Background: an optimization exercise with open tools, aiming at small area, a short achievable clock period and few clock cycles per item. Do not read the settings as production practice.
Function was checked by simulation only, so behaviour that the tests miss may differ from the original.
Power is estimated from default activity; no workload was simulated.

== v23 ==
==> flow/design.v (excerpt) <==
module qmx_unit (
    input  wire        clk,
    input  wire        rst_n,       
    input  wire        in_valid,
    output wire        in_ready,
    input  wire [31:0] in_data,     
    input  wire        in_act,      
    input  wire [3:0]  in_fmt,      
    input  wire        in_rz,       
    output wire        out_valid,
    input  wire        out_ready,
    output wire [31:0] out_word,    
    output wire        out_we       
);
    function gt9(input [8:0] a, input [8:0] b);
        reg [9:0] x, y, g, p;
        integer i, s;
        begin
            x = {1'b0, b};
            y = ~{1'b0, a};
            g = x & y;
            p = x ^ y;
            g[0] = g[0] | p[0];
            for (s = 1; s < 10; s = s * 2)
                for (i = 9; i >= s; i = i - 1) begin
                    g[i] = g[i] | (p[i] & g[i-s]);
                    p[i] = p[i] & p[i-s];
                end
            gt9 = (x[9] ^ y[9]) ^ g[8];         
        end
    endfunction
    reg  [4:0]  ph;                 
    reg  [4:0]  q;                  
    reg         in_rdy;             
    reg         d_v;                
    reg  [26:0] d_hi;               
    reg         d_lo;               
    wire [31:0] d_x = {d_hi, 4'd0, d_lo};
    reg         d_act;
    reg  [2:0]  w_f;                
    reg         w_rz;
    reg  [17:0] ring [0:31];
  ...
Size in the first run: roughly 700 flip-flops, roughly 77 I/O pins.
Settings: LEC_CHECK=0, ABC_AREA=1, CAP_MARGIN=20, CORE_MARGIN=2, CORE_UTILIZATION=40, CTS_CLUSTER_DIAMETER=100, CTS_CLUSTER_SIZE=24, SLEW_MARGIN=20; clock period 18.0 ns.
standard.sh (not shown) runs the stock make flow with config.mk's settings and CLKGATE_MAP_FILE= SYNTH_SCRIPT=/design/flow/synth_recipe.tcl, a recipe that flattens the netlist after the stock synthesis.
==> flow/flow/run.sh <==
#!/bin/bash
set -euo pipefail
export BUFFER_PORTS_ARGS="-buffer_cell sky130_fd_sc_hd__buf_2"
export SETUP_SLACK_MARGIN=$(cat flow/setup_margin)
bash standard.sh > standard.log 2>&1
==> flow/flow/setup_margin <==
13.3
The final layout from v23, which completed every stage, passed the timing, design-rule and antenna checks at the end of the flow.
Testbench counts of v23, summed over its fixed seeds: cycles 33,040, blocks 1,024.
#### Input delta (v22 over v23)
Settings: CTS_BUF_LIST newly set to sky130_fd_sc_hd__clkbuf_8 sky130_fd_sc_hd__clkbuf_16.
-- flow/flow/run.sh --
<<< v23, line 3
>>> v22, line 3
rm -rf scripts_local
cp -r "$FLOW_HOME/scripts" scripts_local
cp flow/abc_area.script scripts_local/abc_area.script
export SCRIPTS_DIR="$PWD/scripts_local"
==> flow/flow/abc_area.script (new file) <==
strash
dc2
dch -f
amap
strash
dch -f
amap
==> flow/flow/setup_margin <==
13.2
==> summary.txt <==
Sort v22 and v23 by overall fraction of global-route tracks in use asc -> top: v23. Comparing v22 with v23, the clock skew came out essentially unchanged. Run comparison: v22 layer with the highest usage after global routing met1; v23 layer with the highest usage after global routing met2. Against v23, the final cell area of v22 is lower. Looking at leakage power of the design across both flows, v22 is the stronger of the two, with v23 trailing. Relative area change from synthesis to final layout ends up higher on v22. NOTE: filler cell count in the final layout in v22 falls short of that of v23. Delta (v22 minus v23): area of the die now sits lower; synthesized area shrank by 5.3%; data arrival time of the worst path held; routed wire length down 720 µm. Of v22 and v23, it is v22 that has the higher starting utilization of the core area.
[inputs] v4 vs v22
Settings: a change of CTS_CLUSTER_DIAMETER from 100 to 70; a deleted CTS_BUF_LIST that had been sky130_fd_sc_hd__clkbuf_8 sky130_fd_sc_hd__clkbuf_16.
-- flow/flow/run.sh --
<<< v22, line 3
rm -rf scripts_local
cp -r "$FLOW_HOME/scripts" scripts_local
cp flow/abc_area.script scripts_local/abc_area.script
export SCRIPTS_DIR="$PWD/scripts_local"
>>> v4, line 3
removed: flow/flow/abc_area.script
==> summary.txt <==
- Min switching share of total power across v4 and v22: v22
- Per the comparison of v4 with v22, post-detailed-routing wire length saw an increase; total power grew by about 6%; first-iteration DRC count saw an increase.
The following lists how v26 was set up differently from v4:
Settings: swapping 70 for 90 in CTS_CLUSTER_DIAMETER; putting CTS_BUF_LIST at sky130_fd_sc_hd__clkbuf_8 where nothing was set; swapping 24 for 18 in CTS_CLUSTER_SIZE.
-- flow/flow/run.sh --
<<< v4, line 3
>>> v26, line 3
rm -rf scripts_local
cp -r "$FLOW_HOME/scripts" scripts_local
cp flow/abc_area.script scripts_local/abc_area.script
export SCRIPTS_DIR="$PWD/scripts_local"
==> flow/flow/abc_area.script (new file) <==
strash
dc2
dch -f
amap
strash
dch -f
amap
==> comparison <==
On die area: between v4 and v26, it ends up higher for v4.
Number of sequential storage elements: v26 vs v4 — no meaningful difference
Across both runs, sequential share of layout area was higher for v26 than for v4.
Each of the runs, namely v4 and v26, reached the end of the flow and came out clean.
For v4, the cell with the largest stage delay on the worst path was dfxtp_2, unlike v26, where it was edfxtp_1.

========
qmx_unit again, from the RTL that the note above started with.
export LEC_CHECK = 0
export ABC_AREA = 1
export CAP_MARGIN = 20
export CORE_MARGIN = 2
export CORE_UTILIZATION = 40
export CTS_CLUSTER_DIAMETER = 100
export CTS_CLUSTER_SIZE = 24
export SLEW_MARGIN = 20
create_clock -name core_clock -period 18.0 [get_ports {clk}]
==> flow/flow/run.sh <==
#!/bin/bash
set -euo pipefail
export BUFFER_PORTS_ARGS="-buffer_cell sky130_fd_sc_hd__buf_2"
export SETUP_SLACK_MARGIN=$(cat flow/setup_margin)
bash standard.sh > standard.log 2>&1
==> flow/flow/setup_margin <==
13.1
Testbench counts at the start, summed over its fixed seeds: cycles 33,040, blocks 1,024.
Next try:
--- a/flow/flow/run.sh
+++ b/flow/flow/run.sh
@@ -2,2 +2,6 @@
 set -euo pipefail
+rm -rf scripts_local
+cp -r "$FLOW_HOME/scripts" scripts_local
+cp flow/abc_area.script scripts_local/abc_area.script
+export SCRIPTS_DIR="$PWD/scripts_local"
 export BUFFER_PORTS_ARGS="-buffer_cell sky130_fd_sc_hd__buf_2"
==> flow/flow/abc_area.script (new file) <==
strash
dc2
dch -f
amap
strash
dch -f
amap
topo
buffer -c
==> flow/flow/setup_margin (replaced) <==
13.2
After rerunning:
- The new run completed without violations
- final cell count decreases by 8.8%
- synthesized cell count decreases by 14%
- via count decreases by 4.9%
- non-clock buffer count increases by 43
- maximum frequency increases by 0.36%
- clock power decreases by about 1%
Next try:
==> flow/flow/run.sh (replaced) <==
#!/bin/bash
set -euo pipefail
export BUFFER_PORTS_ARGS="-buffer_cell sky130_fd_sc_hd__buf_2"
export SETUP_SLACK_MARGIN=$(cat flow/setup_margin)
bash standard.sh > standard.log 2>&1
--- a/flow/config.mk
+++ b/flow/config.mk
@@ -12,3 +12,3 @@
 export CTS_CLUSTER_DIAMETER = 100
-export CTS_CLUSTER_SIZE = 24
+export CTS_CLUSTER_SIZE = 30
 export SLEW_MARGIN = 20
removed: flow/flow/abc_area.script
Count of clock-buffer cells in the layout came out lower by 8.
Cell area stays flat.
Worst setup slack loses 0.014 ns.
Power drops by 2.7%.
Wire length stays flat.
Non-clock buffer count is lower by 43.
Sequential cell count does not change.

==> separate check: timing with driven ports <==
The results above use ideal ports. As a check the final layouts listed here were re-extracted and re-timed, cells and wires unchanged. Step 1 assumes that a clkbuf_16 drives the clock port and a buf_2 every other input. Step 2 moves the port delays by t, midway between the first and last clock arrival at a register: inputs arrive t later, outputs are due t later. That takes back most of the time a late clock gives input paths. Slacks: no drivers / after step 1 / after step 2; pairs: no drivers / after step 1.
| run | shift t [ns] | slack for setup (ns) | worst setup path after step 2 | pins driven straight from the clock port |
|---|---|---|---|---|
| v23 | 0.611 | 13.299 / 13.246 / 12.850 | input to register | 1 |
| v22 | 0.609 | 13.314 / 13.258 / 12.840 | input to register | 1 |
| v4 | 0.619 | 13.301 / 13.248 / 12.830 | input to register | 1 |
| v26 | 0.689 | 13.196 / 13.145 / 12.778 | input to register | 1 |
| the first run of note 2 | 0.606 | 13.247 / 13.194 / 12.835 | input to register | 1 |
| the second run of note 2 | 0.610 | 13.264 / 13.207 / 12.799 | input to register | 1 |
| the third run of note 2 | 0.660 | 13.250 / 13.194 / 12.825 | input to register | 1 |
After both steps setup and hold are still met in every run listed. For v22, which loses most, drivers alone change the setup slack by -0.056 ns; drivers and shift together by -0.474 ns.
